Source: an optimization exercise on an open RTL-to-GDS flow (aim: small area, a short achievable clock period and few clock cycles per item). Production flows keep margins and buffers that such runs may drop. No run shown here included a check of the RTL's function; only the layout flow was run.

## flow/config.mk

```make
export PLATFORM = sky130hd
export DESIGN_NAME = gcm_pipe
export DESIGN_NICKNAME = gcm_pipe
export VERILOG_FILES = /design/flow/design.v
export SDC_FILE = /design/flow/constraint.sdc
export NUM_CORES = 8
export LEC_CHECK = 0
export ABC_AREA = 1
export CAP_MARGIN = 20
export CORE_MARGIN = 2
export CORE_UTILIZATION = 42
export PLACE_DENSITY = 0.52
export SETUP_SLACK_MARGIN = 5
export SLEW_MARGIN = 20
```

## flow/constraint.sdc

```tcl
create_clock -name core_clock -period 10.0 [get_ports {clk}]
set_input_delay 2.0000 -clock core_clock [delete_from_list [all_inputs] [get_ports {clk}]]
set_output_delay 2.0000 -clock core_clock [all_outputs]
set_load 0.01 [all_outputs]
```

## flow/design.v

```verilog
module aes_sbox_p1 (
    input  wire [7:0] a,
    output wire [3:0] m
);
    wire U0 = a[7], U1 = a[6], U2 = a[5], U3 = a[4], U4 = a[3], U5 = a[2], U6 = a[1], U7 = a[0];
    wire T7, T18, T19, M4, T3, T4, T13, T1, T5, T6, M1, M5, T2, T10, T24, M17, M14, T11, T15, M11, M15, M21, T20, T9, T12, T16, T17, M9, M6, M10, M19, T25, M23, T26, M8, T21, T22, M7, M18, T27, M12, M13, M22, T14, M3, T23, T8, M2, M16, M20, M25, M28, M27, M29, M37, M31, M32, M33, M38, M26, M24, M30, M39, M34, M35, M36, M40;
    assign T7 = U1 ^ U2;
    assign T18 = U3 ^ U7;
    assign T19 = T7 ^ T18;
    assign M4 = T19 & U7;
    assign T3 = U0 ^ U6;
    assign T4 = U3 ^ U5;
    assign T13 = T3 ^ T4;
    assign T1 = U0 ^ U3;
    assign T5 = U4 ^ U6;
    assign T6 = T1 ^ T5;
    assign M1 = T13 & T6;
    assign M5 = M4 ^ M1;
    assign T2 = U0 ^ U5;
    assign T10 = T6 ^ T7;
    assign T24 = T2 ^ T10;
    assign M17 = M5 ^ T24;
    assign M14 = T2 & T10;
    assign T11 = U1 ^ U5;
    assign T15 = T5 ^ T11;
    assign M11 = T1 & T15;
    assign M15 = M14 ^ M11;
    assign M21 = M17 ^ M15;
    assign T20 = T1 ^ T19;
    assign T9 = U7 ^ T7;
    assign T12 = U2 ^ U5;
    assign T16 = T5 ^ T12;
    assign T17 = T9 ^ T16;
    assign M9 = T20 & T17;
    assign M6 = T3 & T16;
    assign M10 = M9 ^ M6;
    assign M19 = M10 ^ M15;
    assign T25 = T20 ^ T17;
    assign M23 = M19 ^ T25;
    assign T26 = T3 ^ T16;
    assign M8 = T26 ^ M6;
    assign T21 = U6 ^ U7;
    assign T22 = T7 ^ T21;
    assign M7 = T22 & T9;
    assign M18 = M8 ^ M7;
    assign T27 = T1 ^ T12;
    assign M12 = T4 & T27;
    assign M13 = M12 ^ M11;
    assign M22 = M18 ^ M13;
    assign T14 = T6 ^ T11;
    assign M3 = T14 ^ M1;
    assign T23 = T2 ^ T22;
    assign T8 = U7 ^ T6;
    assign M2 = T23 & T8;
    assign M16 = M3 ^ M2;
    assign M20 = M16 ^ M13;
    assign M25 = M22 & M20;
    assign M28 = M23 ^ M25;
    assign M27 = M20 ^ M21;
    assign M29 = M28 & M27;
    assign M37 = M21 ^ M29;
    assign M31 = M20 & M23;
    assign M32 = M27 & M31;
    assign M33 = M27 ^ M25;
    assign M38 = M32 ^ M33;
    assign M26 = M21 ^ M25;
    assign M24 = M22 ^ M23;
    assign M30 = M26 & M24;
    assign M39 = M23 ^ M30;
    assign M34 = M21 & M22;
    assign M35 = M24 & M34;
    assign M36 = M24 ^ M25;
    assign M40 = M35 ^ M36;
    assign m = {M37, M38, M39, M40};
endmodule
module aes_sbox_p2 (
    input  wire [7:0] a,
    input  wire [3:0] m,
    output wire [7:0] y
);
    wire U0 = a[7], U1 = a[6], U2 = a[5], U3 = a[4], U4 = a[3], U5 = a[2], U6 = a[1], U7 = a[0];
    wire M37 = m[3], M38 = m[2], M39 = m[1], M40 = m[0];
    wire M42, M41, M45, T4, M62, M43, T5, T12, T16, M49, T1, M61, L5, L6, M44, T3, T13, M55, T7, T9, M50, T2, T21, T22, T23, M56, L1, L15, T11, T15, M52, T27, M53, L9, L24, S0, L0, L16, T6, M46, T8, M47, L3, L7, L26, S1, M63, T10, M54, M58, L4, L19, T18, T19, T20, M60, M48, L2, L11, L14, L28, S2, L21, S3, L20, T17, M51, L12, L22, S4, L10, L25, M57, L17, L29, S5, L13, M59, L8, L27, S6, L18, L23, S7;
    assign M42 = M37 ^ M39;
    assign M41 = M38 ^ M40;
    assign M45 = M42 ^ M41;
    assign T4 = U3 ^ U5;
    assign M62 = M45 & T4;
    assign M43 = M37 ^ M38;
    assign T5 = U4 ^ U6;
    assign T12 = U2 ^ U5;
    assign T16 = T5 ^ T12;
    assign M49 = M43 & T16;
    assign T1 = U0 ^ U3;
    assign M61 = M42 & T1;
    assign L5 = M49 ^ M61;
    assign L6 = M62 ^ L5;
    assign M44 = M39 ^ M40;
    assign T3 = U0 ^ U6;
    assign T13 = T3 ^ T4;
    assign M55 = M44 & T13;
    assign T7 = U1 ^ U2;
    assign T9 = U7 ^ T7;
    assign M50 = M38 & T9;
    assign T2 = U0 ^ U5;
    assign T21 = U6 ^ U7;
    assign T22 = T7 ^ T21;
    assign T23 = T2 ^ T22;
    assign M56 = M40 & T23;
    assign L1 = M50 ^ M56;
    assign L15 = M55 ^ L1;
    assign T11 = U1 ^ U5;
    assign T15 = T5 ^ T11;
    assign M52 = M42 & T15;
    assign T27 = T1 ^ T12;
    assign M53 = M45 & T27;
    assign L9 = M52 ^ M53;
    assign L24 = L15 ^ L9;
    assign S0 = L6 ^ L24;
    assign L0 = M61 ^ M62;
    assign L16 = M56 ^ L0;
    assign T6 = T1 ^ T5;
    assign M46 = M44 & T6;
    assign T8 = U7 ^ T6;
    assign M47 = M40 & T8;
    assign L3 = M47 ^ M55;
    assign L7 = M46 ^ L3;
    assign L26 = L7 ^ L9;
    assign S1 = ~(L16 ^ L26);
    assign M63 = M41 & T2;
    assign T10 = T6 ^ T7;
    assign M54 = M41 & T10;
    assign M58 = M43 & T3;
    assign L4 = M54 ^ M58;
    assign L19 = M63 ^ L4;
    assign T18 = U3 ^ U7;
    assign T19 = T7 ^ T18;
    assign T20 = T1 ^ T19;
    assign M60 = M37 & T20;
    assign M48 = M39 & U7;
    assign L2 = M46 ^ M48;
    assign L11 = M60 ^ L2;
    assign L14 = M52 ^ M61;
    assign L28 = L11 ^ L14;
    assign S2 = ~(L19 ^ L28);
    assign L21 = L1 ^ L7;
    assign S3 = L6 ^ L21;
    assign L20 = L0 ^ L1;
    assign T17 = T9 ^ T16;
    assign M51 = M37 & T17;
    assign L12 = M48 ^ M51;
    assign L22 = L3 ^ L12;
    assign S4 = L20 ^ L22;
    assign L10 = M53 ^ L4;
    assign L25 = L6 ^ L10;
    assign M57 = M39 & T19;
    assign L17 = M57 ^ L1;
    assign L29 = L11 ^ L17;
    assign S5 = L25 ^ L29;
    assign L13 = M50 ^ L0;
    assign M59 = M38 & T22;
    assign L8 = M51 ^ M59;
    assign L27 = L8 ^ L10;
    assign S6 = ~(L13 ^ L27);
    assign L18 = M58 ^ L8;
    assign L23 = L18 ^ L2;
    assign S7 = ~(L6 ^ L23);
    assign y = {S0, S1, S2, S3, S4, S5, S6, S7};
endmodule
module aes_sbox_p1t (
    input  wire [7:0]  a,
    output wire [3:0]  m,
    output wire [17:0] t
);
    wire U0 = a[7], U1 = a[6], U2 = a[5], U3 = a[4], U4 = a[3], U5 = a[2], U6 = a[1], U7 = a[0];
    wire T7, T18, T19, M4, T3, T4, T13, T1, T5, T6, M1, M5, T2, T10, T24, M17, M14, T11, T15, M11, M15, M21, T20, T9, T12, T16, T17, M9, M6, M10, M19, T25, M23, T26, M8, T21, T22, M7, M18, T27, M12, M13, M22, T14, M3, T23, T8, M2, M16, M20, M25, M28, M27, M29, M37, M31, M32, M33, M38, M26, M24, M30, M39, M34, M35, M36, M40;
    assign T7 = U1 ^ U2;
    assign T18 = U3 ^ U7;
    assign T19 = T7 ^ T18;
    assign M4 = T19 & U7;
    assign T3 = U0 ^ U6;
    assign T4 = U3 ^ U5;
    assign T13 = T3 ^ T4;
    assign T1 = U0 ^ U3;
    assign T5 = U4 ^ U6;
    assign T6 = T1 ^ T5;
    assign M1 = T13 & T6;
    assign M5 = M4 ^ M1;
    assign T2 = U0 ^ U5;
    assign T10 = T6 ^ T7;
    assign T24 = T2 ^ T10;
    assign M17 = M5 ^ T24;
    assign M14 = T2 & T10;
    assign T11 = U1 ^ U5;
    assign T15 = T5 ^ T11;
    assign M11 = T1 & T15;
    assign M15 = M14 ^ M11;
    assign M21 = M17 ^ M15;
    assign T20 = T1 ^ T19;
    assign T9 = U7 ^ T7;
    assign T12 = U2 ^ U5;
    assign T16 = T5 ^ T12;
    assign T17 = T9 ^ T16;
    assign M9 = T20 & T17;
    assign M6 = T3 & T16;
    assign M10 = M9 ^ M6;
    assign M19 = M10 ^ M15;
    assign T25 = T20 ^ T17;
    assign M23 = M19 ^ T25;
    assign T26 = T3 ^ T16;
    assign M8 = T26 ^ M6;
    assign T21 = U6 ^ U7;
    assign T22 = T7 ^ T21;
    assign M7 = T22 & T9;
    assign M18 = M8 ^ M7;
    assign T27 = T1 ^ T12;
    assign M12 = T4 & T27;
    assign M13 = M12 ^ M11;
    assign M22 = M18 ^ M13;
    assign T14 = T6 ^ T11;
    assign M3 = T14 ^ M1;
    assign T23 = T2 ^ T22;
    assign T8 = U7 ^ T6;
    assign M2 = T23 & T8;
    assign M16 = M3 ^ M2;
    assign M20 = M16 ^ M13;
    assign M25 = M22 & M20;
    assign M28 = M23 ^ M25;
    assign M27 = M20 ^ M21;
    assign M29 = M28 & M27;
    assign M37 = M21 ^ M29;
    assign M31 = M20 & M23;
    assign M32 = M27 & M31;
    assign M33 = M27 ^ M25;
    assign M38 = M32 ^ M33;
    assign M26 = M21 ^ M25;
    assign M24 = M22 ^ M23;
    assign M30 = M26 & M24;
    assign M39 = M23 ^ M30;
    assign M34 = M21 & M22;
    assign M35 = M24 & M34;
    assign M36 = M24 ^ M25;
    assign M40 = M35 ^ M36;
    assign m = {M37, M38, M39, M40};
    assign t = {T1, T2, T3, T4, T6, T8, T9, T10, T13, T15, T16, T17, T19, T20, T22, T23, T27, U7};
endmodule
module aes_sbox_p2t (
    input  wire [3:0]  m,
    input  wire [17:0] t,
    output wire [7:0]  y
);
    wire M37 = m[3], M38 = m[2], M39 = m[1], M40 = m[0];
    wire T1 = t[17], T2 = t[16], T3 = t[15], T4 = t[14], T6 = t[13], T8 = t[12], T9 = t[11], T10 = t[10], T13 = t[9], T15 = t[8], T16 = t[7], T17 = t[6], T19 = t[5], T20 = t[4], T22 = t[3], T23 = t[2], T27 = t[1], U7 = t[0];
    wire M42, M41, M45, M62, M43, M49, M61, L5, L6, M44, M55, M50, M56, L1, L15, M52, M53, L9, L24, S0, L0, L16, M46, M47, L3, L7, L26, S1, M63, M54, M58, L4, L19, M60, M48, L2, L11, L14, L28, S2, L21, S3, L20, M51, L12, L22, S4, L10, L25, M57, L17, L29, S5, L13, M59, L8, L27, S6, L18, L23, S7;
    assign M42 = M37 ^ M39;
    assign M41 = M38 ^ M40;
    assign M45 = M42 ^ M41;
    assign M62 = M45 & T4;
    assign M43 = M37 ^ M38;
    assign M49 = M43 & T16;
    assign M61 = M42 & T1;
    assign L5 = M49 ^ M61;
    assign L6 = M62 ^ L5;
    assign M44 = M39 ^ M40;
    assign M55 = M44 & T13;
    assign M50 = M38 & T9;
    assign M56 = M40 & T23;
    assign L1 = M50 ^ M56;
    assign L15 = M55 ^ L1;
    assign M52 = M42 & T15;
    assign M53 = M45 & T27;
    assign L9 = M52 ^ M53;
    assign L24 = L15 ^ L9;
    assign S0 = L6 ^ L24;
    assign L0 = M61 ^ M62;
    assign L16 = M56 ^ L0;
    assign M46 = M44 & T6;
    assign M47 = M40 & T8;
    assign L3 = M47 ^ M55;
    assign L7 = M46 ^ L3;
    assign L26 = L7 ^ L9;
    assign S1 = ~(L16 ^ L26);
    assign M63 = M41 & T2;
    assign M54 = M41 & T10;
    assign M58 = M43 & T3;
    assign L4 = M54 ^ M58;
    assign L19 = M63 ^ L4;
    assign M60 = M37 & T20;
    assign M48 = M39 & U7;
    assign L2 = M46 ^ M48;
    assign L11 = M60 ^ L2;
    assign L14 = M52 ^ M61;
    assign L28 = L11 ^ L14;
    assign S2 = ~(L19 ^ L28);
    assign L21 = L1 ^ L7;
    assign S3 = L6 ^ L21;
    assign L20 = L0 ^ L1;
    assign M51 = M37 & T17;
    assign L12 = M48 ^ M51;
    assign L22 = L3 ^ L12;
    assign S4 = L20 ^ L22;
    assign L10 = M53 ^ L4;
    assign L25 = L6 ^ L10;
    assign M57 = M39 & T19;
    assign L17 = M57 ^ L1;
    assign L29 = L11 ^ L17;
    assign S5 = L25 ^ L29;
    assign L13 = M50 ^ L0;
    assign M59 = M38 & T22;
    assign L8 = M51 ^ M59;
    assign L27 = L8 ^ L10;
    assign S6 = ~(L13 ^ L27);
    assign L18 = M58 ^ L8;
    assign L23 = L18 ^ L2;
    assign S7 = ~(L6 ^ L23);
    assign y = {S0, S1, S2, S3, S4, S5, S6, S7};
endmodule
module aes_half1 (
    input  wire [127:0] s,
    output wire [351:0] h         
);
    genvar g;
    generate
        for (g = 0; g < 16; g = g + 1) begin : g_sb
            aes_sbox_p1t u_p1 (.a(s[127-8*g -: 8]), .m(h[333-22*g -: 4]), .t(h[351-22*g -: 18]));
        end
    endgenerate
endmodule
module aes_half2 #(
    parameter LAST = 1            
) (
    input  wire [351:0] h,
    input  wire [127:0] rk,
    output wire [127:0] y,
    output wire [127:0] yl
);
    wire [127:0] sb;
    genvar g;
    generate
        for (g = 0; g < 16; g = g + 1) begin : g_sb
            aes_sbox_p2t u_p2 (.m(h[333-22*g -: 4]), .t(h[351-22*g -: 18]), .y(sb[127-8*g -: 8]));
        end
    endgenerate
    wire [127:0] sr;
    generate
        for (g = 0; g < 16; g = g + 1) begin : g_sr
            localparam integer C = g / 4;
            localparam integer R = g % 4;
            localparam integer S = 4 * ((C + R) % 4) + R;
            assign sr[127-8*g -: 8] = sb[127-8*S -: 8];
        end
    endgenerate
    function [7:0] xtime;
        input [7:0] b;
        xtime = {b[6:0], 1'b0} ^ (b[7] ? 8'h1b : 8'h00);
    endfunction
    function [31:0] mixcol;
        input [31:0] c;
        reg [7:0] a0, a1, a2, a3, t;
        begin
            a0 = c[31:24]; a1 = c[23:16]; a2 = c[15:8]; a3 = c[7:0];
            t = a0 ^ a1 ^ a2 ^ a3;
            mixcol[31:24] = a0 ^ t ^ xtime(a0 ^ a1);
            mixcol[23:16] = a1 ^ t ^ xtime(a1 ^ a2);
            mixcol[15:8]  = a2 ^ t ^ xtime(a2 ^ a3);
            mixcol[7:0]   = a3 ^ t ^ xtime(a3 ^ a0);
        end
    endfunction
    wire [127:0] mc = {mixcol(sr[127:96]), mixcol(sr[95:64]), mixcol(sr[63:32]), mixcol(sr[31:0])};
    assign y = mc ^ rk;
    generate
        if (LAST) begin : g_last
            assign yl = sr ^ rk;
        end else begin : g_nolast
            assign yl = 128'd0;
        end
    endgenerate
endmodule
module aes256_core (
    input  wire         clk,
    input  wire         hold,
    input  wire         c_inj,    
    input  wire         c_kaload, 
    input  wire         c_s1,     
    input  wire         c_rot,    
    input  wire         c_s2,     
    input  wire         c_k0,     
    input  wire         c_toa,    
    input  wire [2:0]   c_rc,     
    input  wire [255:0] key,      
    input  wire [127:0] din,      
    output wire [127:0] res       
);
    reg  [351:0] p_a, p_b;        
    reg  [127:0] a_q, b_q;        
    reg  [127:0] ka, kb;
    reg  [31:0]  lw;
    reg  [87:0]  km;
    wire [351:0] p_a_d, p_b_d;
    wire [127:0] a_out, b_out, a_unused;
    wire [127:0] a_in = c_inj ? (din ^ key[255:128]) : b_q;
    aes_half1             u_a1 (.s(a_in), .h(p_a_d));
    aes_half2 #(.LAST(0)) u_a2 (.h(p_a), .rk(ka), .y(a_out), .yl(a_unused));
    aes_half1             u_b1 (.s(a_q), .h(p_b_d));
    aes_half2 #(.LAST(1)) u_b2 (.h(p_b), .rk(kb), .y(b_out), .yl(res));
    function [7:0] rcon;
        input [2:0] n;
        case (n)
            3'd0: rcon = 8'h01;
            3'd1: rcon = 8'h02;
            3'd2: rcon = 8'h04;
            3'd3: rcon = 8'h08;
            3'd4: rcon = 8'h10;
            3'd5: rcon = 8'h20;
            default: rcon = 8'h40;
        endcase
    endfunction
    wire [87:0]  km_d;
    wire [31:0]  kx_sub;
    wire [31:0]  lw_r = c_rot ? {lw[23:0], lw[31:24]} : lw;
    genvar g;
    generate
        for (g = 0; g < 4; g = g + 1) begin : g_ksb
            aes_sbox_p1t u_k1 (.a(lw_r[31-8*g -: 8]), .m(km_d[69-22*g -: 4]), .t(km_d[87-22*g -: 18]));
            aes_sbox_p2t u_k2 (.m(km[69-22*g -: 4]), .t(km[87-22*g -: 18]), .y(kx_sub[31-8*g -: 8]));
        end
    endgenerate
    wire [31:0]  kx_t = c_toa ? kx_sub : (kx_sub ^ {rcon(c_rc), 24'd0});
    wire [127:0] kx_old = c_k0 ? key[255:128] : (c_toa ? ka : kb);
    wire [31:0]  o0 = kx_old[127:96];
    wire [31:0]  o1 = o0 ^ kx_old[95:64];
    wire [31:0]  o2 = o1 ^ kx_old[63:32];
    wire [31:0]  o3 = (kx_old[127:96] ^ kx_old[95:64]) ^ (kx_old[63:32] ^ kx_old[31:0]);
    wire [127:0] kx_new = {o0 ^ kx_t, o1 ^ kx_t, o2 ^ kx_t, o3 ^ kx_t};
    always @(posedge clk) begin
        if (!hold) begin
            p_a <= p_a_d;
            a_q <= a_out;
            p_b <= p_b_d;
            b_q <= b_out;
            if (c_s1)
                km <= km_d;
            if (c_kaload) begin
                ka <= key[127:0];
                lw <= key[31:0];
            end else if (c_s2) begin
                lw <= kx_new[31:0];
                if (c_toa)
                    ka <= kx_new;
                else
                    kb <= kx_new;
            end
        end
    end
endmodule
module ghash_mul (
    input  wire         clk,
    input  wire         rst,
    input  wire         start,
    input  wire         fresh,
    input  wire [127:0] x,
    input  wire [127:0] h,
    output reg  [127:0] acc,
    output reg          busy,
    output wire         busy_n      
);
    localparam [127:0] R = {8'he1, 120'd0};
    localparam integer D = 19;
    function [127:0] mulx;
        input [127:0] v;
        mulx = (v >> 1) ^ (v[0] ? R : 128'd0);
    endfunction
    reg [113:0] xs;         
    reg [2:0]   cnt;
    wire [127:0] op = (fresh ? 128'd0 : acc) ^ x;
    wire [18:0] dig = start ? {op[13:0], 5'd0} : xs[18:0];
    reg [127:0] hk, accx, nxt;
    reg [127:0] t [0:31];
    integer k, n;
    always @(*) begin
        hk = h;
        for (k = 0; k < 32; k = k + 1)
            t[k] = 128'd0;
        for (k = 0; k < D; k = k + 1) begin
            t[k] = dig[18-k] ? hk : 128'd0;
            hk = mulx(hk);
        end
        accx = acc;
        for (k = 0; k < D; k = k + 1)
            accx = mulx(accx);
        t[D] = start ? 128'd0 : accx;
        for (n = 16; n >= 1; n = n / 2)
            for (k = 0; k < n; k = k + 1)
                t[k] = t[2*k] ^ t[2*k+1];
        nxt = t[0];
    end
    assign busy_n = !rst && (start || (busy && cnt != 3'd6));
    always @(posedge clk) begin
        if (rst) begin
            busy <= 1'b0;
            cnt  <= 3'd0;
        end else if (start) begin
            busy <= 1'b1;
            cnt  <= 3'd1;
        end else if (busy) begin
            cnt <= cnt + 3'd1;
            if (cnt == 3'd6)
                busy <= 1'b0;
        end
        if (start || busy)
            acc <= nxt;
        if (start)
            xs <= op[127:14];
        else
            xs <= xs >> D;
    end
endmodule
module gcm_pipe (
    input  wire         clk,
    input  wire         rst,
    input  wire         start,
    output wire         start_ready,
    input  wire [255:0] key,
    input  wire [9:0]   circuit,
    input  wire [63:0]  frame_count,
    input  wire         epoch,
    input  wire         link_role,
    input  wire [19:0]  len_bytes,
    input  wire         in_valid,
    output wire         in_ready,
    input  wire [127:0] in_data,
    output wire         out_valid,
    input  wire         out_ready,
    output wire [127:0] out_data,
    output wire         out_last
);
    localparam [1:0] J_NONE = 2'd0, J_H = 2'd1, J_CTR = 2'd2, J_J0 = 2'd3;
    reg         sr;                  
    reg         sr_p;                
    reg [255:0] key_r;
    reg [9:0]   circ;
    reg [63:0]  fc;
    reg         lr, ep;
    reg [19:0]  len_r;
    reg         nz_r;                
    reg         go;                  
    wire        accept = start && sr;
    wire [16:0] n_blk  = {1'b0, len_r[19:4]} + {16'd0, (len_r[3:0] != 4'd0)};
    reg         hq;                  
    reg [16:0]  jn;                  
    reg         jnz, j1;             
    reg         jq;                  
    reg [16:0]  jc;                  
    reg [4:0]   ph;                  
    reg         hold;                
    reg         c_inj, c_kaload, c_s1, c_s2, c_k0, c_toa, c_rot;
    reg [2:0]   c_rc;
    reg [1:0]   st0, st1, st2, st3;  
    reg         sv0, sv1, sv2, sv3;  
    reg         sl0, sl1, sl2, sl3;  
    wire [1:0]  job   = hq ? J_H : jnz ? J_CTR : jq ? J_J0 : J_NONE;
    wire        avail = hq || jnz || jq;
    wire        inj_w = !hold && (ph == 5'd0);
    wire        inj_x = !hold && (ph == 5'd1);
    wire        inj_y = !hold && (ph == 5'd2);
    wire        inj_z = !hold && (ph == 5'd3);
    wire        inj   = inj_w || inj_x || inj_y || inj_z;
    wire [127:0] din = (job == J_H) ? 128'd0
                     : {lr, 21'd0, circ, fc, (job == J_CTR) ? {15'd0, jc} : 32'd1};
    wire [127:0] aes_res;
    aes256_core u_aes (
        .clk(clk), .hold(hold), .c_inj(c_inj), .c_kaload(c_kaload), .c_s1(c_s1), .c_rot(c_rot),
        .c_s2(c_s2), .c_k0(c_k0), .c_toa(c_toa), .c_rc(c_rc), .key(key_r), .din(din),
        .res(aes_res)
    );
    wire        lnd0 = (ph == 5'd27) && sv0;
    wire        lnd1 = (ph == 5'd0 || ph == 5'd28) && sv1;
    wire        lnd2 = (ph == 5'd1 || ph == 5'd29) && sv2;
    wire        lnd3 = (ph == 5'd2 || ph == 5'd30) && sv3;
    wire        land = !hold && (lnd0 || lnd1 || lnd2 || lnd3);
    wire [1:0]  land_t = lnd0 ? st0 : lnd1 ? st1 : lnd2 ? st2 : st3;
    wire        land_l = lnd0 ? sl0 : lnd1 ? sl1 : lnd2 ? sl2 : sl3;
    reg [127:0] ks0, ks1, ks2;
    reg         kf0, kf1, kf2;       
    reg [1:0]   kt0, kt1, kt2;       
    reg         kl0, kl1, kl2;       
    reg [1:0]   wp, rp;              
    wire         head_f  = (rp == 2'd0) ? kf0 : (rp == 2'd1) ? kf1 : kf2;
    wire [1:0]   head_t  = (rp == 2'd0) ? kt0 : (rp == 2'd1) ? kt1 : kt2;
    wire         head_l  = (rp == 2'd0) ? kl0 : (rp == 2'd1) ? kl1 : kl2;
    wire [127:0] head_ks = (rp == 2'd0) ? ks0 : (rp == 2'd1) ? ks1 : ks2;
    reg [127:0] h_r;
    reg [19:0]  len_g;               
    reg         cur_aad;             
    reg         g_aad;               
    reg         g_cdone;             
    reg         g_l;                 
    reg         g_tag;               
    reg         c_pend;              
    reg         c_last;              
    reg         st_aad, st_c, st_l;  
    wire [127:0] acc;
    wire         g_busy, g_busy_n;
    reg  [127:0] out_r;
    reg          ov, ol, ir;
    reg          ir_p;               
    wire [127:0] aad_blk = {6'd0, circ, fc, 7'd0, ep, 40'd0};
    wire [127:0] len_blk = {64'd88, 41'd0, len_g, 3'd0};
    wire [127:0] g_x = st_aad ? aad_blk : st_c ? out_r : len_blk;
    ghash_mul u_gh (
        .clk(clk), .rst(rst), .start(st_aad || st_c || st_l), .fresh(st_aad),
        .x(g_x), .h(h_r), .acc(acc), .busy(g_busy), .busy_n(g_busy_n)
    );
    wire         take_in = ir && in_valid;
    wire         tag_ld  = head_f && (head_t == J_J0) && g_tag && !g_busy && !ov;
    wire         h_ld    = head_f && (head_t == J_H);
    wire         e_ld    = head_f && (head_t == J_NONE);
    wire         pop     = take_in || tag_ld || h_ld || e_ld;
    wire [3:0]   tail      = len_g[3:0];
    wire [127:0] keep_mask = (head_l && tail != 4'd0) ? ~({128{1'b1}} >> {tail, 3'd0})
                                                     : {128{1'b1}};
    wire        hq_n  = accept || (hq && !(inj && job == J_H));
    wire [16:0] jn_n  = go ? n_blk : (inj && job == J_CTR) ? jn - 17'd1 : jn;
    wire        jq_n  = accept || (jq && !(inj && job == J_J0));
    wire [4:0]  ph_n  = hold ? ph
                      : (ph == 5'd27) ? (avail ? 5'd0 : 5'd28)
                      : (ph == 5'd31) ? (avail ? 5'd0 : 5'd31)
                      : ph + 5'd1;
    wire        sv0_n = inj_w || (sv0 && !(land && lnd0));
    wire        sv1_n = inj_x || (sv1 && !(land && lnd1));
    wire        sv2_n = inj_y || (sv2 && !(land && lnd2));
    wire        sv3_n = inj_z || (sv3 && !(land && lnd3));
    function [1:0] inc3;
        input [1:0] p;
        inc3 = (p == 2'd2) ? 2'd0 : p + 2'd1;
    endfunction
    wire        pop0 = pop && (rp == 2'd0), pop1 = pop && (rp == 2'd1), pop2 = pop && (rp == 2'd2);
    wire        put0 = land && (wp == 2'd0), put1 = land && (wp == 2'd1), put2 = land && (wp == 2'd2);
    wire        kf0_n = put0 || (kf0 && !pop0);
    wire        kf1_n = put1 || (kf1 && !pop1);
    wire        kf2_n = put2 || (kf2 && !pop2);
    wire [1:0]  kt0_n = put0 ? land_t : kt0;
    wire [1:0]  kt1_n = put1 ? land_t : kt1;
    wire [1:0]  kt2_n = put2 ? land_t : kt2;
    wire [1:0]  wp_n  = land ? inc3(wp) : wp;
    wire [1:0]  rp_n  = pop ? inc3(rp) : rp;
    wire        lnd_n = ((ph_n == 5'd27) && sv0_n) ||
                        ((ph_n == 5'd0 || ph_n == 5'd28) && sv1_n) ||
                        ((ph_n == 5'd1 || ph_n == 5'd29) && sv2_n) ||
                        ((ph_n == 5'd2 || ph_n == 5'd30) && sv3_n);
    wire        wfull_n = (wp_n == 2'd0) ? kf0_n : (wp_n == 2'd1) ? kf1_n : kf2_n;
    wire        hold_n  = lnd_n && wfull_n;
    wire        g_aad_n = h_ld || (g_aad && !st_aad);
    wire        g_cd_n  = h_ld ? nz_r : (g_cdone || (st_c && c_last));
    wire        g_l_n   = h_ld || (g_l && !st_l);
    wire        jobs_done = !hq && !jnz && !jq;
    wire        cp_n    = take_in || (c_pend && !st_c);
    wire        ov_n    = take_in || tag_ld || (ov && !out_ready);
    wire        hf_n    = (rp_n == 2'd0) ? kf0_n : (rp_n == 2'd1) ? kf1_n : kf2_n;
    wire [1:0]  ht_n    = (rp_n == 2'd0) ? kt0_n : (rp_n == 2'd1) ? kt1_n : kt2_n;
    wire        ir_n    = hf_n && (ht_n == J_CTR) && !ov_n && !cp_n;
    assign start_ready = sr_p;
    assign in_ready    = ir_p;
    assign out_valid   = ov;
    assign out_last    = ol;
    assign out_data    = out_r;
    always @(posedge clk) begin
        if (sr) begin
            key_r <= key;
            circ  <= circuit;
            fc    <= frame_count;
            lr    <= link_role;
            ep    <= epoch;
            len_r <= len_bytes;
        end
        if (accept) begin
            jc    <= 17'd2;
        end else if (inj && job == J_CTR) begin
            jc    <= jc + 17'd1;
        end
        if (inj_w) begin st0 <= job; sl0 <= j1; end
        if (inj_x) begin st1 <= job; sl1 <= j1; end
        if (inj_y) begin st2 <= job; sl2 <= j1; end
        if (inj_z) begin st3 <= job; sl3 <= j1; end
        if (put0) begin ks0 <= aes_res; kl0 <= land_l; end
        if (put1) begin ks1 <= aes_res; kl1 <= land_l; end
        if (put2) begin ks2 <= aes_res; kl2 <= land_l; end
        kt0 <= kt0_n;
        kt1 <= kt1_n;
        kt2 <= kt2_n;
        if (h_ld) begin
            h_r   <= head_ks;
            len_g <= len_r;
        end
        if (go)
            nz_r <= (n_blk == 17'd0);
        out_r <= out_r ^ (ir     ? (((in_data ^ head_ks) & keep_mask) ^ out_r)
                        : tag_ld ? ((acc ^ head_ks) ^ out_r) : 128'd0);
        ol    <= tag_ld || (ol && !take_in);
        if (take_in)
            c_last <= head_l;
        jn  <= jn_n;
        jnz <= (jn_n != 17'd0);
        j1  <= (jn_n == 17'd1);
        if (rst) begin
            sr       <= 1'b1;
            go       <= 1'b0;
            sr_p     <= 1'b1;
            hq       <= 1'b0;
            jq       <= 1'b0;
            jn       <= 17'd0;
            jnz      <= 1'b0;
            ph       <= 5'd31;
            hold     <= 1'b0;
            c_inj    <= 1'b0;
            c_kaload <= 1'b0;
            c_s1     <= 1'b0;
            c_rot    <= 1'b0;
            c_s2     <= 1'b0;
            c_k0     <= 1'b0;
            c_toa    <= 1'b0;
            c_rc     <= 3'd0;
            sv0      <= 1'b0;
            sv1      <= 1'b0;
            sv2      <= 1'b0;
            sv3      <= 1'b0;
            kf0      <= 1'b0;
            kf1      <= 1'b0;
            kf2      <= 1'b0;
            wp       <= 2'd0;
            rp       <= 2'd0;
            cur_aad  <= 1'b0;
            g_aad    <= 1'b0;
            g_cdone  <= 1'b0;
            g_l      <= 1'b0;
            g_tag    <= 1'b0;
            c_pend   <= 1'b0;
            st_aad   <= 1'b0;
            st_c     <= 1'b0;
            st_l     <= 1'b0;
            ov       <= 1'b0;
            ir       <= 1'b0;
            ir_p     <= 1'b0;
        end else begin
            sr   <= !accept && (sr || (jobs_done && cur_aad && ph >= 5'd3 && !hold));
            sr_p <= !(start && sr_p) && (sr_p || (jobs_done && cur_aad && ph >= 5'd3 && !hold));
            go <= accept;
            hq <= hq_n;
            jq <= jq_n;
            ph       <= ph_n;
            hold     <= hold_n;
            c_inj    <= (ph_n <= 5'd3);
            c_kaload <= (ph_n == 5'd0);
            c_s1     <= ph_n[0] && (ph_n <= 5'd25);
            c_rot    <= (ph_n[1:0] == 2'd1);
            c_s2     <= !ph_n[0] && (ph_n >= 5'd2) && (ph_n <= 5'd26);
            c_k0     <= (ph_n == 5'd2);
            c_toa    <= (ph_n[1:0] == 2'd0);
            c_rc     <= ph_n[4:2];
            sv0      <= sv0_n;
            sv1      <= sv1_n;
            sv2      <= sv2_n;
            sv3      <= sv3_n;
            kf0 <= kf0_n;
            kf1 <= kf1_n;
            kf2 <= kf2_n;
            wp  <= wp_n;
            rp  <= rp_n;
            cur_aad <= !accept && (cur_aad || st_aad);
            g_aad   <= g_aad_n;
            g_cdone <= g_cd_n;
            g_l     <= g_l_n;
            g_tag   <= st_l || (g_tag && !tag_ld);
            c_pend  <= cp_n;
            st_aad  <= !g_busy_n && g_aad_n;
            st_c    <= !g_busy_n && !g_aad_n && cp_n;
            st_l    <= !g_busy_n && !g_aad_n && !cp_n && g_cd_n && g_l_n;
            ov      <= ov_n;
            ir      <= ir_n;
            ir_p    <= ir_n && (hf_n || ir_p);    
        end
    end
endmodule
```

## flow/flow/run.sh

```bash
#!/bin/bash
# Own layout flow: the standard flow (standard.sh), with two changes:
#  - Yosys's final technology mapping (its abc call) uses flow/abc.script, an
#    area-oriented ABC script, in place of ORFS's. That step does not touch
#    the registers, so they are the standard synthesis's, with the same names.
#  - timing repair aims at a setup slack of 6.5 ns rather than 5 ns
#    (SETUP_SLACK_MARGIN), so the layout is pushed below a 5 ns period.
# Logs: synth.log (synthesis), layout.log (floorplan to final layout); ORFS's
# own logs are in orfs/logs.
set -euo pipefail
W=$(pwd)
cat > "$W/own_synth.tcl" <<EOF
proc abc {args} {
  set i [lsearch -exact \$args -script]
  if {\$i >= 0} {
    set args [lreplace \$args [expr {\$i + 1}] [expr {\$i + 1}] $W/flow/abc.script]
  }
  puts "own flow: abc \$args"
  yosys abc {*}\$args
}
source $W/synth_recipe.tcl
EOF
sed "s#$W/synth_recipe.tcl#$W/own_synth.tcl#g; s/SETUP_SLACK_MARGIN=5 /SETUP_SLACK_MARGIN=6.5 /" standard.sh > own_standard.sh
grep -q own_synth.tcl own_standard.sh
grep -q "SETUP_SLACK_MARGIN=6.5 " own_standard.sh
bash own_standard.sh synth > synth.log 2>&1
grep -q "own flow: abc -script $W/flow/abc.script" orfs/logs/*/gcm_pipe/base/1_2_yosys.log
bash own_standard.sh > layout.log 2>&1
```

## flow/flow/abc.script

```
&get -n
&st
&dch
&nf
&put
buffer -c
topo
stime -c
upsize -c
dnsize -c
```

## flow/standard.sh

```bash
#!/bin/bash
# synth_recipe.tcl (not shown) runs the flow's synth.tcl, then flattens the netlist and writes it again
# the make line also repeats each setting of config.mk as NAME=value (left out here)
make -C /OpenROAD-flow-scripts/flow DESIGN_CONFIG=/design/flow/config.mk WORK_HOME=/design/flow/orfs CLKGATE_MAP_FILE= SYNTH_SCRIPT=/design/flow/synth_recipe.tcl "${@:-finish}"
```

==> impl_metrics.yaml, run 1 <==
run_status:
  run_status: "timing/DRC/antenna clean"
setup_path:
  critical_path_required_ps: 10700
  worst_path_max_delay_cell: "sky130_fd_sc_hd__xor3_2"
  worst_path_largest_cell_delay_ps: 590
  path_max_fanout: 6
  cp_class: "reg2reg"
  regToRegStartpoint: "hq"
  timing.critical_path.cells: "buf_16 -> buf_12 -> buf_16 -> buf_4 -> nor2b_4 -> xnor2_1 -> a21oi_2 -> xor3_2 -> xor2_2 -> ha_1 -> xor2_1 -> xnor2_1 -> xnor2_2 -> a211oi_2 -> a31oi_1"
  endpoint_arrival_time_on_the_critical_path_ps: 4450
  regToRegSetupSlack_ps: 6250
  timing.critical_path.to_type: "flop"
  worst_r2r_path_depth: 15
  critical_path.reg2reg.endpoint: "u_aes.p_a[243]"
  timing.critical_path.from_type: "flop"
logic_synthesis:
  synth-compound-area-share: 0.0425
  synthFlopType: "sky130_fd_sc_hd__edfxtp_1"
  combinational_family_with_the_most_area_after_synthesis: "XOR/XNOR gates"
  yosysWarnings: 6
  netlist-cell-type-count: 89
  share_of_synthesized_cell_area_in_and_or_nand_and_nor_gates: 0.115
  synth_adder_area_share: 0.00579
  synth_edf_count: 2365
  synth.avg_cell_area_sq_um: 10.1
  synthDominantCellAreaShare: 0.396
  ys_async_sr_fraction: 0
  synth_fp_nets: 18263
  post_synth_xor_xnor_area: 0.362
  synth_mux_area_frac: 0.0188
  post-synth-top-area-cell: "sky130_fd_sc_hd__edfxtp_1"
  netlist_area_sq_um: 179000
  ys_seq_elements: 2698
  synth_area_leaders: "sky130_fd_sc_hd__edfxtp_1 40%, sky130_fd_sc_hd__xnor2_1 22%, sky130_fd_sc_hd__xor2_1 12%"
  syn-instance-count: 17695
  synth_sequential_area_ratio: 0.433
global_routing:
  pin_count_of_the_biggest_net_entering_global_routing: 158
  number_of_antenna_violations_at_the_first_check_in_global_routing: 87
  globalRouteTotalUtil: 0.333
  grt_pass1_vias: 124977
  grt_pass1_wl_um: 1020000
  globalRouteOverflowTotal: 0
final_layout:
  flow.area_growth_from_synthesis_pct: 24.3
  top_regs: "u_aes.p_a (352), u_aes.p_b (352), key_r (256)"
  layout.nets: 19438
  drive_gt1_frac: 0.171
  final_cell_area_sq_um: 223000
placement:
  hpwl_um: 533000
  post-place-ws_ps: 5040
  portBuffers: 616
  globalplace.congestion: 0.952
  instance_area_after_placement_sq_um: 192000
drt:
  routed_via_count_divided_by_cell_count: 5.36
  remaining_antenna_violation_count: 0
  drc_errors: 0
  dr_wl_met2_um: 343000
  drt_pass1_iterations: 7
  top_layer_used: "met5"
  met3RoutedLength_um: 57400
  initialDrtViolationCount: 16067
  finalWirelength_um: 752000
  detail_route.wirelength.met1_um: 294000
  routed_wire_length_per_instance_um: 30.2
  dr_total_vias: 133433
clock_tree:
  clk_pin_slew_ps: 60
  clk-insertion-delay-late_ps: 980
  cts_buffers: 326
  clkSinkCount: 2698
  clockRootBuffer: "sky130_fd_sc_hd__clkbuf_16"
  cts_max_path_buffers: 4
  ctsHtreeMaxLevel: 5
  cts_tree: "done"
  cts_hold_buffers: 0
hold_path:
  hp-class: "reg2reg"
  hold_path_startpoint: "u_gh.xs[104]"
  worst_hold_path.endpoint: "u_gh.xs[85]"
  worst_hold_path.num_cells: 2
timing:
  clock_skew_ps: 64.2
  highest_attainable_clock_frequency_mhz: 266
  setup_total_negative_slack_ps: 0
  timing_max_transition_violations_final: 0
  slew_limit_headroom: 0.168
  timing.final.ws_setup_ps: 6250
  post-route-min-period_ps: 3750
  post-route-period-util: 0.375
  finalHoldViolCount: 0
  rsz0062_at_grt: "true"
  slew_at_the_pin_with_the_worst_max_slew_slack_ps: 1240
  finalSetupViolations: 0
  holdWs_ps: 425
die:
  die_y_um: 658
  io-pin-count: 617
  die_width_um: 658
  num_rows: 240
  die-area_sq_um: 432000
  design.core.area_sq_um: 426000
  start_util: 0.421
job:
  maxCapViolations: 0
-- metal layers --
layer | vias up | global-route usage
met4 | 24 | 0.198
met2 | 6082 | 0.535
met5 | - | 0
met1 | 66054 | 0.429
met3 | 1415 | 0.0465
li1 | 59858 | -
-- what timing repair did --
action / in CTS / in global routing
pin swaps: 209 / 367
buffers inserted: 414 / 331
endpoints found under the setup margin: 1535 / 875
cloned: 59 / 11
gates resized for setup: 1782 / 685
-- synthesized netlist by cell type, types with 15 or more instances --
library cell	count
sky130_fd_sc_hd__a31oi_1	15
sky130_fd_sc_hd__xnor3_1	73
sky130_fd_sc_hd__xor2_1	2360
sky130_fd_sc_hd__nor3_1	151
sky130_fd_sc_hd__clkbuf_1	661
sky130_fd_sc_hd__and2_1	46
sky130_fd_sc_hd__nand3b_1	16
sky130_fd_sc_hd__nand2b_1	54
sky130_fd_sc_hd__nand2_1	3811
sky130_fd_sc_hd__a211oi_1	107
sky130_fd_sc_hd__o21ai_0	322
sky130_fd_sc_hd__inv_1	199
sky130_fd_sc_hd__xnor2_1	4593
sky130_fd_sc_hd__a21oi_2	40
sky130_fd_sc_hd__mux2_2	120
sky130_fd_sc_hd__xnor2_2	78
sky130_fd_sc_hd__a21o_1	20
sky130_fd_sc_hd__buf_2	41
sky130_fd_sc_hd__and3_1	79
sky130_fd_sc_hd__xor2_2	40
sky130_fd_sc_hd__mux2i_2	15
sky130_fd_sc_hd__nor2_1	754
sky130_fd_sc_hd__a22oi_1	149
sky130_fd_sc_hd__a21oi_1	486
sky130_fd_sc_hd__nor2b_1	126
sky130_fd_sc_hd__buf_6	22
sky130_fd_sc_hd__mux2i_1	170
sky130_fd_sc_hd__ha_1	83
sky130_fd_sc_hd__edfxtp_1	2365
sky130_fd_sc_hd__buf_1	95
sky130_fd_sc_hd__dfxtp_1	333
sky130_fd_sc_hd__o32ai_1	24
sky130_fd_sc_hd__nand3_1	34
-- worst max-delay path by stage --
| stage | start | end | slack, ps | cells past startpoint |
|---|---|---|---|---|
| after floorplan | c_toa | u_aes.kb[0] | 4250 | 8 |
| after detailed placement | st_c | u_gh.acc[68] | 5040 | 13 |
| after global routing | hq | u_aes.p_a[242] | 6140 | 15 |
| final | hq | u_aes.p_a[243] | 6250 | 15 |
| after global placement | st_c | u_gh.acc[77] | 5070 | 13 |
| after CTS | hq | u_aes.p_a[289] | 6290 | 14 |
-- critical path, delay by kind of cell (launching register included) --
| family | cells | cell delay, ps |
|---|---|---|
| buf+inv | 4 | 630 |
| simple gates | 1 | 120 |
| xor+xnor | 6 | 1530 |
| compound gates | 3 | 510 |
| flops | 1 | 370 |
| fa+ha+maj | 1 | 290 |
-- final cells by class --
class	count	area (sq um)
Antenna cell	51	128
Inverter	200	786
Clock inverter	178	2290
Multi-Input combinational cell	13991	109000
Fill cell	37726	203000
Tap cell	5687	7120
Timing Repair Buffer	1650	17100
Timing Repair inverter	3	48.8
Clock buffer	420	8920
Sequential cell	2698	78000
-- cell usage in the layout (no fill, tap or decap), types with 116 or more instances in the layout --
cell type                            n
sky130_fd_sc_hd__xnor2_1          4073
sky130_fd_sc_hd__nand2_1          3798
sky130_fd_sc_hd__edfxtp_1         2365
sky130_fd_sc_hd__xor2_1           2096
sky130_fd_sc_hd__buf_4             779
sky130_fd_sc_hd__nor2_1            744
sky130_fd_sc_hd__clkdlybuf4s50_1   483
sky130_fd_sc_hd__xnor2_2           456
sky130_fd_sc_hd__a21oi_1           436
sky130_fd_sc_hd__clkbuf_16         347
sky130_fd_sc_hd__o21ai_0           304
sky130_fd_sc_hd__xor2_2            215
sky130_fd_sc_hd__inv_1             195
sky130_fd_sc_hd__dfxtp_1           189
sky130_fd_sc_hd__a22oi_1           147
sky130_fd_sc_hd__nor3_1            147
sky130_fd_sc_hd__xnor2_4           145
sky130_fd_sc_hd__buf_6             133
sky130_fd_sc_hd__buf_12            132
sky130_fd_sc_hd__mux2_2            116
-- metrics by stage --
step,std cells,util
after floorplan,17695,-
after global placement,23411,0.450
after detailed placement,23414,0.450
after CTS,24485,0.504
after global routing,24852,0.523
final,24878,0.523
-- logic make-up after synthesis --
family,after synthesis
AOI/OAI and AO/OA,1257
xor gates and xnor gates,7161
adders and majority gates,83
buffers and inverters,1032
DFF,2698
muxes,311
and+or+nand+nor,5153
==> run 2, diff against run 1 <==
--- a/flow/config.mk
+++ b/flow/config.mk
@@ -10,4 +10,4 @@
 export CORE_MARGIN = 2
-export CORE_UTILIZATION = 42
-export PLACE_DENSITY = 0.52
+export CORE_UTILIZATION = 47
+export PLACE_DENSITY = 0.58
 export SETUP_SLACK_MARGIN = 5
==> run 2 against run 1 <==
Against the previous run: critical path depth unchanged; register-to-register slack got worse by 30 ps; synthesized cell count unchanged; die area decreased by 11%; global-route usage increased by 2.9 points.
==> impl_metrics.yaml, run 2 <==
setup_path:
  critPathTopFamily: "XOR/XNOR gates"
  timing.critical_path.to_type: "flop"
  critPathBufInv: 5
  cp_class: "reg2reg"
  critical_path.startpoint: "u_aes.km[67]"
  timing.critical_path.from_type: "flop"
  endpoint_arrival_time_on_the_critical_path_ps: 4470
  path_max_fanout: 3
  worst_path_largest_cell_delay_ps: 450
  critical_path_required_ps: 10690
  regToRegStartpoint: "u_aes.km[67]"
  timing.critical_path.cells: "buf_6 -> xor2_4 -> xor2_2 -> nand2_2 -> buf_6 -> xnor2_4 -> buf_6 -> xnor2_4 -> xnor2_2 -> buf_6 -> xnor2_4 -> buf_8 -> xnor2_4 -> xnor2_2 -> mux2_4"
  worst_path_max_delay_cell: "sky130_fd_sc_hd__edfxtp_1"
placement:
  hpwl_um: 511000
  instance_area_after_placement_sq_um: 191000
  post-place-ws_ps: 4810
  portBuffers: 616
  globalplace.congestion: 0.991
logic_synthesis:
  synthFlopType: "sky130_fd_sc_hd__edfxtp_1"
  netlist_area_sq_um: 179000
  synth_edf_count: 2365
  synthDominantCellAreaShare: 0.396
  netlist-cell-type-count: 89
  synth.avg_cell_area_sq_um: 10.1
  synth_sequential_area_ratio: 0.433
  synth_cell_count_leaders: "4593 x sky130_fd_sc_hd__xnor2_1, 3811 x sky130_fd_sc_hd__nand2_1, 2365 x sky130_fd_sc_hd__edfxtp_1"
  synth_fp_nets: 18263
  post-synth-top-area-cell: "sky130_fd_sc_hd__edfxtp_1"
  syn-instance-count: 17695
  ys_seq_elements: 2698
  ys_async_sr_fraction: 0
  synth_area_leaders: "sky130_fd_sc_hd__edfxtp_1 40%, sky130_fd_sc_hd__xnor2_1 22%, sky130_fd_sc_hd__xor2_1 12%"
  cell_with_the_most_instances_after_synthesis: "sky130_fd_sc_hd__xnor2_1"
  yosysWarnings: 6
final_layout:
  final_cell_area_sq_um: 221000
  flow.area_growth_from_synthesis_pct: 23.4
  drive_gt1_frac: 0.168
  layout.nets: 19394
  most_frequent_standard_cell_in_the_layout_excluding_fill_and_tap_cells: "sky130_fd_sc_hd__xnor2_1"
  leading_cell_types_in_the_layout_fill_and_taps_excluded: "4087 x sky130_fd_sc_hd__xnor2_1, 3792 x sky130_fd_sc_hd__nand2_1, 2365 x sky130_fd_sc_hd__edfxtp_1, 2119 x sky130_fd_sc_hd__xor2_1, 740 x sky130_fd_sc_hd__nor2_1"
  top_regs: "u_aes.p_a (352), u_aes.p_b (352), key_r (256)"
  fillCellCount: 32066
die:
  die-area_sq_um: 387000
  io-pin-count: 617
  die_y_um: 622
  num_rows: 226
  design.core.area_sq_um: 379000
  start_util: 0.473
  die_width_um: 622
drt:
  dr_total_vias: 136049
  drc_errors: 0
  routed_wire_length_per_instance_um: 30.3
  drt_pass1_iterations: 7
  finalWirelength_um: 733000
  remaining_antenna_violation_count: 0
  routed_via_count_divided_by_cell_count: 5.63
  initialDrtViolationCount: 17128
global_routing:
  grt_pass1_wl_um: 993000
  pin_count_of_the_biggest_net_entering_global_routing: 174
  globalRouteTotalUtil: 0.362
  grt_pass1_vias: 127006
  number_of_antenna_violations_at_the_first_check_in_global_routing: 65
  globalRouteOverflowTotal: 0
job:
  maxCapViolations: 0
timing:
  timing_max_transition_violations_final: 0
  highest_attainable_clock_frequency_mhz: 264
  rsz0062_at_grt: "true"
  holdWs_ps: 428
  slew_at_the_pin_with_the_worst_max_slew_slack_ps: 1350
  clock_skew_ps: 61.1
  slew_limit_headroom: 0.102
  timing.final.ws_setup_ps: 6220
  setup_total_negative_slack_ps: 0
  finalSetupViolations: 0
  post-route-min-period_ps: 3780
  post-route-period-util: 0.378
  finalHoldViolCount: 0
clock_tree:
  clockRootBuffer: "sky130_fd_sc_hd__clkbuf_16"
  cts_buffers: 319
  clk-insertion-delay-late_ps: 990
  clkSinkCount: 2698
  clk_pin_slew_ps: 60
  ctsHtreeMaxLevel: 5
  cts_tree: "done"
  cts_max_path_buffers: 4
hold_path:
  hp-class: "reg2reg"
  hold_path_startpoint: "u_gh.xs[40]"
run_status:
  run_status: "timing/DRC/antenna clean"
-- run 2: path summary, 6_finish.rpt --
path,end,slack (ps),depth (start not counted)
setup / recovery,u_aes.lw[25],6220,15
hold / removal,u_gh.xs[21],430,2
setup reg to reg,u_aes.lw[25],6220,15
hold reg to reg,u_gh.xs[21],430,2
-- run 2: what timing repair did --
action / CTS / global route
setup buffers: 408 / 324
resized for setup: 1775 / 691
setup endpoints to repair: 1179 / 740
hold buffers: 0 / 0
pin swaps: 285 / 373
gates cloned: 56 / 14
-- run 2: per-stage QoR --
step	util	instances
after detailed placement	0.503	22718
after global placement	0.503	22717
after global routing	0.583	24120
after CTS	0.562	23763
final	0.583	24148
after floorplan	-	17695
-- run 2: tightest hold or removal path, delay by kind of cell (launching register included) --
family	cells	cell delay, ps
flip-flops	1	310
AND/OR/NAND/NOR	1	40
AO/OA/AOI/OAI	1	50
-- run 2: area by class of cell --
cell class                 instances  area, sq um  area share
timing repair inverter             3         48.8    0.000220
tap                             5016         6280      0.0283
inverter                         200          786     0.00355
clock buffer                     386         8480      0.0383
antenna                           46          115    0.000520
clock inverter                   195         2600      0.0117
timing repair buffer            1607        16400      0.0742
sequential                      2698        78000       0.352
multi-input combinational      13997       109000       0.491
-- run 2: metal layers --
layer,track usage,share of wire
met2,0.564,0.44
met5,0.000123,0.00024
met3,0.0721,0.093
met4,0.254,0.090
met1,0.452,0.37
-- run 2: kinds of logic (layout without fill, tap and decap cells) --
logic type / after synthesis / count (layout) / synth area share
buf+inv: 1032 / 2391 / 0.0231
flops: 2698 / 2698 / 0.433
other cells: 0 / 46 / 0
mux: 311 / 311 / 0.0188
fa+ha+maj: 83 / 83 / 0.00579
simple gates: 5153 / 5159 / 0.115
xor+xnor: 7161 / 7161 / 0.362
compound gates: 1257 / 1283 / 0.0425

## re-timing with driven ports
How much do the figures lean on ideal ports? The routed layouts below were timed once more, with nothing changed but the port constraints.
Step 1: set_driving_cell puts a clkbuf_16 on clk and a buf_2 on each other input, an assumption about the parent block.
Step 2 also shifts input and output timing later by t, the mid clock arrival at the registers, as if the neighbouring blocks saw the same clock.
Slacks: ideal / step 1 / step 2; pairs: ideal / step 1.
| run | t, ns | slack for setup (ns) | hold slack, ns | worst setup path at the end | worst slew at a driven data input, ns |
|---|---|---|---|---|---|
| run 1 | 1.064 | 6.247 / 6.247 / 5.702 | 0.425 / 0.425 / 0.425 | input to register | 0.17 |
| run 2 | 1.077 | 6.216 / 6.216 / 5.673 | 0.428 / 0.428 / 0.428 | input to register | 0.11 |
After both steps setup and hold are still met in every run listed. The setup slack of run 1, which loses most, moves by 0.000 ns with the drivers and by -0.545 ns with both steps.
